Context: an optimization exercise on an open-source flow, tuned for small area, a short achievable clock period and few clock cycles per item. The choices shown serve that exercise and are no tape-out recipe.
In this exercise RTL edits were held to simulation tests only and were not proved equivalent to the original.

===== design.v =====
module sha256_core (
    input  wire         clk,
    input  wire         rst,         
    input  wire         in_valid,
    output wire         in_ready,
    input  wire [31:0]  in_data,     
    input  wire         in_first,    
    input  wire         in_last,     
    output wire         out_valid,
    input  wire         out_ready,
    output wire [255:0] out_digest   
);
    localparam [255:0] IV = 256'h6a09e667bb67ae853c6ef372a54ff53a510e527f9b05688c1f83d9ab5be0cd19;
    reg        run;              
    reg        fin;              
    reg  [5:0] rnd;              
    reg        have0;            
    reg        n_first, n_last;  
    reg        b_first, b_last;  
    reg        ovalid;
    reg [31:0] w [0:15];         
    reg [31:0] a, b, c, d, e, f, g;
    reg [31:0] p;                
    reg [31:0] H0, H1, H2, H3, H4, H5, H6, H7;
    reg [31:0] kt;
    always @(*) begin
        case (rnd)
            6'd0:  kt = 32'h428a2f98; 6'd1:  kt = 32'h71374491;
            6'd2:  kt = 32'hb5c0fbcf; 6'd3:  kt = 32'he9b5dba5;
            6'd4:  kt = 32'h3956c25b; 6'd5:  kt = 32'h59f111f1;
            6'd6:  kt = 32'h923f82a4; 6'd7:  kt = 32'hab1c5ed5;
            6'd8:  kt = 32'hd807aa98; 6'd9:  kt = 32'h12835b01;
            6'd10: kt = 32'h243185be; 6'd11: kt = 32'h550c7dc3;
            6'd12: kt = 32'h72be5d74; 6'd13: kt = 32'h80deb1fe;
            6'd14: kt = 32'h9bdc06a7; 6'd15: kt = 32'hc19bf174;
            6'd16: kt = 32'he49b69c1; 6'd17: kt = 32'hefbe4786;
            6'd18: kt = 32'h0fc19dc6; 6'd19: kt = 32'h240ca1cc;
            6'd20: kt = 32'h2de92c6f; 6'd21: kt = 32'h4a7484aa;
            6'd22: kt = 32'h5cb0a9dc; 6'd23: kt = 32'h76f988da;
            6'd24: kt = 32'h983e5152; 6'd25: kt = 32'ha831c66d;
            6'd26: kt = 32'hb00327c8; 6'd27: kt = 32'hbf597fc7;
            6'd28: kt = 32'hc6e00bf3; 6'd29: kt = 32'hd5a79147;
            6'd30: kt = 32'h06ca6351; 6'd31: kt = 32'h14292967;
            6'd32: kt = 32'h27b70a85; 6'd33: kt = 32'h2e1b2138;
            6'd34: kt = 32'h4d2c6dfc; 6'd35: kt = 32'h53380d13;
            6'd36: kt = 32'h650a7354; 6'd37: kt = 32'h766a0abb;
            6'd38: kt = 32'h81c2c92e; 6'd39: kt = 32'h92722c85;
            6'd40: kt = 32'ha2bfe8a1; 6'd41: kt = 32'ha81a664b;
            6'd42: kt = 32'hc24b8b70; 6'd43: kt = 32'hc76c51a3;
            6'd44: kt = 32'hd192e819; 6'd45: kt = 32'hd6990624;
            6'd46: kt = 32'hf40e3585; 6'd47: kt = 32'h106aa070;
            6'd48: kt = 32'h19a4c116; 6'd49: kt = 32'h1e376c08;
            6'd50: kt = 32'h2748774c; 6'd51: kt = 32'h34b0bcb5;
            6'd52: kt = 32'h391c0cb3; 6'd53: kt = 32'h4ed8aa4a;
            6'd54: kt = 32'h5b9cca4f; 6'd55: kt = 32'h682e6ff3;
            6'd56: kt = 32'h748f82ee; 6'd57: kt = 32'h78a5636f;
            6'd58: kt = 32'h84c87814; 6'd59: kt = 32'h8cc70208;
            6'd60: kt = 32'h90befffa; 6'd61: kt = 32'ha4506ceb;
            6'd62: kt = 32'hbef9a3f7; default: kt = 32'hc67178f2;
        endcase
    end
    wire ld_rnd   = run && (rnd != 6'd0) && (rnd <= 6'd14);    
    wire sch_rnd  = run && (rnd >= 6'd15) && (rnd <= 6'd62);   
    wire r61      = run && (rnd == 6'd62);
    wire r62      = run && (rnd == 6'd63);
    wire r63      = run && (rnd == 6'd0);
    wire win_free = !run || r62 || r63;
    wire take0    = !have0 && win_free;                    
    wire start    = have0 && !run && !fin;                 
    assign in_ready = take0 || start || ld_rnd;
    wire acc      = in_valid && in_ready;
    wire hold61   = ovalid && !out_ready;                  
    wire adv      = run && (ld_rnd ? in_valid : !(r61 && hold61));
    wire go       = (start && in_valid) || adv;            
    wire rot      = (r61 && adv) || r62 || r63 || fin;     
    wire [31:0] S1  = {e[5:0], e[31:6]} ^ {e[10:0], e[31:11]} ^ {e[24:0], e[31:25]};
    wire [31:0] ch  = (e & f) ^ (~e & g);
    wire [31:0] S0  = {a[1:0], a[31:2]} ^ {a[12:0], a[31:13]} ^ {a[21:0], a[31:22]};
    wire [31:0] mj  = (a & b) ^ (a & c) ^ (b & c);
    wire [31:0] x1  = p ^ S1 ^ ch;
    wire [31:0] y1  = {((p & S1) | (p & ch) | (S1 & ch)), 1'b0};
    wire [31:0] x2  = x1 ^ y1 ^ d;
    wire [31:0] y2  = {((x1 & y1) | (x1 & d) | (y1 & d)), 1'b0};
    wire [31:0] x3  = x1 ^ y1 ^ S0;
    wire [31:0] y3  = {((x1 & y1) | (x1 & S0) | (y1 & S0)), 1'b0};
    wire [31:0] x4  = x3 ^ y3 ^ mj;
    wire [31:0] y4  = {((x3 & y3) | (x3 & mj) | (y3 & mj)), 1'b0};
    wire [31:0] e_new = x2 + y2;
    wire [31:0] a_new = x4 + y4;
    wire [31:0] s0  = {w[1][6:0], w[1][31:7]} ^ {w[1][17:0], w[1][31:18]} ^ (w[1] >> 3);
    wire [31:0] s1  = {w[14][16:0], w[14][31:17]} ^ {w[14][18:0], w[14][31:19]} ^ (w[14] >> 10);
    wire [31:0] u1  = s1 ^ w[9] ^ s0;
    wire [31:0] v1  = {((s1 & w[9]) | (s1 & s0) | (w[9] & s0)), 1'b0};
    wire [31:0] u2  = u1 ^ v1 ^ w[0];
    wire [31:0] v2  = {((u1 & v1) | (u1 & w[0]) | (v1 & w[0])), 1'b0};
    wire [31:0] w_new = u2 + v2;
    wire [31:0] w_in  = acc ? in_data : w_new;
    wire        w_sh  = acc || (sch_rnd && adv);
    wire [31:0] hsel = start ? (n_first ? IV[31:0] : H7) : g;
    wire [31:0] pw   = w[15];
    wire [31:0] px   = hsel ^ kt ^ pw;
    wire [31:0] py   = {((hsel & kt) | (hsel & pw) | (kt & pw)), 1'b0};
    wire [31:0] p_new = px + py;
    reg [31:0] iva, ive;
    always @(*) begin
        case ({fin, rnd})
            7'd62:   begin iva = IV[159:128]; ive = IV[31:0];  end    
            7'd63:   begin iva = IV[191:160]; ive = IV[63:32]; end    
            7'd0:    begin iva = IV[223:192]; ive = IV[95:64]; end    
            default: begin iva = IV[255:224]; ive = IV[127:96]; end   
        endcase
    end
    wire [31:0] sum_a = (b_first ? iva : H3) + a;
    wire [31:0] sum_e = (b_first ? ive : H7) + e;
    assign out_valid  = ovalid;
    assign out_digest = {H0, H1, H2, H3, H4, H5, H6, H7};
    integer i;
    always @(posedge clk) begin
        if (rst) begin
            run    <= 1'b0;
            fin    <= 1'b0;
            rnd    <= 6'd0;
            have0  <= 1'b0;
            ovalid <= 1'b0;
        end else begin
            if (acc && take0) begin
                have0   <= 1'b1;
                n_first <= in_first;
                n_last  <= in_last;
            end
            fin <= r63;
            if (start && in_valid) begin
                have0   <= 1'b0;
                run     <= 1'b1;
                rnd     <= 6'd1;
                b_first <= n_first;
                b_last  <= n_last;
            end else if (adv) begin
                if (r63)
                    run <= 1'b0;
                else
                    rnd <= rnd + 6'd1;
            end
            if (fin && b_last)
                ovalid <= 1'b1;
            else if (ovalid && out_ready)
                ovalid <= 1'b0;
        end
        if (w_sh) begin
            for (i = 0; i < 15; i = i + 1)
                w[i] <= w[i + 1];
            w[15] <= w_in;
        end
        if (go) begin
            if (start) begin
                a <= n_first ? IV[255:224] : H0;
                b <= n_first ? IV[223:192] : H1;
                c <= n_first ? IV[191:160] : H2;
                d <= n_first ? IV[159:128] : H3;
                e <= n_first ? IV[127:96]  : H4;
                f <= n_first ? IV[95:64]   : H5;
                g <= n_first ? IV[63:32]   : H6;
            end else begin
                a <= a_new; b <= a; c <= b; d <= c;
                e <= e_new; f <= e; g <= f;
            end
            p <= p_new;
        end
        if (rot) begin
            H0 <= sum_a; H1 <= H0; H2 <= H1; H3 <= H2;
            H4 <= sum_e; H5 <= H4; H6 <= H5; H7 <= H6;
        end
    end
endmodule

===== constraint.sdc =====
create_clock -name core_clock -period 10.0 [get_ports {clk}]
set_input_delay 2.0000 -clock core_clock [delete_from_list [all_inputs] [get_ports {clk}]]
set_output_delay 2.0000 -clock core_clock [all_outputs]
set_load 0.01 [all_outputs]

===== config.mk =====
export PLATFORM = sky130hd
export DESIGN_NAME = sha256_core
export DESIGN_NICKNAME = sha256_core
export VERILOG_FILES = /design/flow/design.v
export SDC_FILE = /design/flow/constraint.sdc
export NUM_CORES = 4
export LEC_CHECK = 0
export CAP_MARGIN = 20
export CORE_MARGIN = 2
export CORE_UTILIZATION = 40
export PLACE_DENSITY = 0.6
export SLEW_MARGIN = 20

===== run.sh =====
#!/bin/bash
# synth_recipe.tcl (not shown) runs the flow's synth.tcl, then flattens the netlist and writes it again
# the make line also repeats each setting of config.mk as NAME=value (left out here)
make -C /OpenROAD-flow-scripts/flow DESIGN_CONFIG=/design/flow/config.mk WORK_HOME=/design/flow/orfs CLKGATE_MAP_FILE= SYNTH_SCRIPT=/design/flow/synth_recipe.tcl finish

==> flow_metrics.tcl <==
set metrics [dict create \
    status "finished clean" \
    numCtsBuffers 112 \
    postRouteWirelength_um 183000 \
    finalCritPeriodShare 0.712 \
    synthesis.nets 5114 \
    cts_tree "built" \
    avgSynthCellArea_um2 12.1 \
    worst_pin_slew_ns 1.22 \
    setup_violations 0 \
    ys_types 92 \
    die_w_um 378 \
    yosys-top-cells-area "edfxtp_1, fa_1, xnor2_1, ha_1, nand2_1" \
    cp_slowest_cell "ha_1" \
    dp_slack_ns 2.89 \
    hold_buffers 0 \
    grt_use_total 0.255 \
    layout.nets 5340 \
    yosysTopAreaCellShare 0.551 \
    drv_slew 0 \
    crit_path_start_kind "flop" \
    cts_setup_buffers 0 \
    synth-main-ff-cell "edfxtp_1" \
    largest_reg_flops 512 \
    grt_pass1_wl_um 263000 \
    min_to "w[6][31]$_DFFE_PP_" \
    multi_input_area_um2 22900 \
    fin_worst_skew_ns 0.0597 \
    rsz0062_at_grt "false" \
    m1WireLength_um 80300 \
    path_clk_slew_ns 0.06 \
    top_layer "met4" \
    fillers 12600 \
    io_pins 296 \
    netlist_area_um2 56100 \
    synth_edf_count 1028 \
    htreeDepth 3 \
    crit_type "flop to flop" \
    fmax_mhz 140 \
    layout-drive-gt1-share 0.0619 \
    num_rows 137 \
    ys_seq_area_frac 0.554 \
    fin_ws_ns 2.88 \
    ctsLongestPathBuffers 3 \
    port_buffers 295 \
    syn2layout_area_growth_pct 15.7 \
    yosysMostFrequentCell "edfxtp_1" \
    viasPerCell 5.50 \
    yosysWarnings 2 \
    drtAntennaViolNets 0 \
    yosys.area.top_type "edfxtp_1" \
    final-seq-area_um2 31100 \
    relSlewSlack 0.178 \
    crit_path_end_kind "flop" \
    core_area_um2 139000 \
    drc 0 \
    place_congestion 0.953 \
    dr_wl_met3_um 12500 \
    initial_utilization 0.402 \
    path_max_fanout 35 \
    netlist_top_cells_count "edfxtp_1, nand2_1, inv_1, xnor2_1, o21ai_0" \
    dp_cells 6641 \
    critPathLaunch "rnd[0]$_SDFFE_PP0P_" \
    hold_path_class "flop to flop" \
    worst_path_dominant_cell_family "compound AO/OA/AOI/OAI gates" \
    routedWlPerCell_um 26.7 \
    hold_viol 0 \
    hp-start "w[7][31]$_DFFE_PP_" \
    num_vias 37700 \
    cp.required_ns 10.49 \
    grt_max_degree 148 \
    slowest_delay_ns 0.82 \
    async_flop_share 0 \
    path_buf_inv 4 \
    drt_first_iter_violations 3905 \
    reg2reg_setup_slack_ns 2.88 \
    r2r.worst_path.cells 23 \
    wl_met2_um 84100 \
    antenna_found_initial 5 \
    regMostFlops "w" \
    grt_pass1_vias 36900 \
    cts_resized 0 \
    layout.cells.non_filler 6859 \
    crit-reg2reg-launch "rnd[0]$_SDFFE_PP0P_" \
    hold_depth 0 \
    synthCells 4653 \
    dr.pass1.iters 5 \
    worstPathArrival_ns 7.61 \
    r2r_end "p[31]$_DFFE_PP_" \
    ys_ff_latch 1038 \
    grt-ovfl-total 0 \
    path_cells "buf_4 -> clkinv_1 -> ha_1 -> clkinv_1 -> nand2_1 -> o21ai_0 -> a211oi_1 -> a31oi_1 -> nor2_1 -> a21oi_1 -> fa_1 -> inv_1 -> ha_1 -> fa_1 -> a211oi_1 -> o21a_1 -> o31ai_1 -> o221a_4 -> nor2b_1 -> o41ai_2 -> o2111ai_1 -> a21oi_1 -> xnor2_1" \
    clk_latency_ns 0.77 \
    clock-sinks 1038 \
    die_h_um 378 \
    max-cap-violations 0 \
    die_area_um2 143000 \
    cts_root_buffer "clkbuf_16" \
    dp_hpwl_um 137000 \
    period_minus_slack_ns 7.12 \
    fin_util 0.465 \
]
-- layer usage --
layer,up-vias,global-route usage
li1,17000,-
met1,18900,0.357
met2,1516,0.403
met3,269,0.0427
met4,0,0.0845
met5,-,0
-- stage by stage --
step	setup TNS [ns]	hold WS, ns	cell area [um^2]
2_1_floorplan	-511.22	0.400	56100
3_3_place_gp	0	0.400	61000
3_5_place_dp	0	0.405	61000
4_1_cts	0	0.386	64800
5_1_grt	0	0.375	64800
6_report	0	0.388	64800
-- how the worst max path moves through the flow --
| stage | to | cells past startpoint |
|---|---|---|
| 2_1_floorplan | w[0][0]$_DFFE_PP_ | 4 |
| 3_3_place_gp | H4[30]$_DFFE_PP_ | 19 |
| 3_5_place_dp | H4[30]$_DFFE_PP_ | 19 |
| 4_1_cts | H4[30]$_DFFE_PP_ | 19 |
| 5_1_grt | p[31]$_DFFE_PP_ | 23 |
| 6_report | p[31]$_DFFE_PP_ | 23 |
-- worst register-to-register path, stage by stage, from the launching register on --
cell and delay (ns):
dfxtp_1 0.31, buf_4 0.40, clkinv_1 0.49, ha_1 0.82, clkinv_1 0.47, nand2_1 0.34
o21ai_0 0.18, a211oi_1 0.28, a31oi_1 0.07, nor2_1 0.15, a21oi_1 0.10, fa_1 0.55
inv_1 0.04, ha_1 0.23, fa_1 0.48, a211oi_1 0.32, o21a_1 0.19, o31ai_1 0.14
o221a_4 0.29, nor2b_1 0.17, o41ai_2 0.38, o2111ai_1 0.18, a21oi_1 0.19, xnor2_1 0.08
-- placed cells by master (no fill, tap or decap), types with 11 or more instances in the layout --
cell type           n
nand2b_1           22
xnor2_1           310
clkdlybuf4s50_1   295
inv_1             317
a21oi_1           280
nand3_1            47
mux2i_1            13
maj3_1             31
mux2_2             29
ha_1              204
a211oi_1           37
nand4_1            12
edfxtp_1         1028
buf_4              51
nand3b_1          105
clkbuf_16         113
nor2_1            235
nand2_1           550
bufinv_16          15
a21o_1             92
clkbuf_1           13
nor3b_1            15
xor2_1            121
fa_1              219
nor3_1             46
clkinv_2           25
o21ai_1            29
nor2b_1            20
o21bai_1           29
a2111oi_0          11
o21ai_0           289
or2_2              12
clkinv_1           24
a31oi_1            33
or3_1              12
o21a_1             47
o31ai_1            18
o211ai_1           25
-- final cells by class --
cell class | count | share of cell area
Sequential cell | 1038 | 0.479
Multi-Input combinational cell | 3056 | 0.354
Timing Repair Buffer | 349 | 0.0524
Clock buffer | 128 | 0.0448
Tap cell | 1876 | 0.0362
Inverter | 322 | 0.0186
Clock inverter | 86 | 0.0148
Antenna cell | 4 | 0.000154
-- kinds of logic after synthesis --
kind of cell             synth area share
AND/OR/NAND/NOR                    0.0908
AO/OA/AOI/OAI                       0.111
buffers and inverters              0.0378
adder cells (fa/ha/maj)             0.129
XOR/XNOR                           0.0673
multiplexers                      0.00935
flip-flops                          0.554
Testbench counts, summed over its fixed seeds: cycles 52,684, blocks 798.

re-timing with driven ports:
No port has a modelled driver above. Below, the same layout with a new extraction and two added sets of constraints. Step 1 (the two cells are an assumption about what drives the block):
set clk [get_ports {clk}]
set_driving_cell -lib_cell sky130_fd_sc_hd__clkbuf_16 $clk
set_driving_cell -lib_cell sky130_fd_sc_hd__buf_2 [delete_from_list [all_inputs] $clk]
Step 2, shift: input delay + t, output delay - t, t = (earliest + latest rising clock arrival at the registers) / 2. This alone moves slack from input paths to output paths. a / b / c = no drivers / after step 1 / after step 2; a / b = the first two.
t, ns: 0.817
slack for setup (ns): 2.882 / 2.882 / 2.882
worst setup path after step 2: register to register
latest minus earliest clock arrival (ns): 0.062 / 0.063
After both steps setup and hold are still met in this run. The setup slack of this run moves by 0.000 ns with the drivers and by 0.000 ns with both steps.
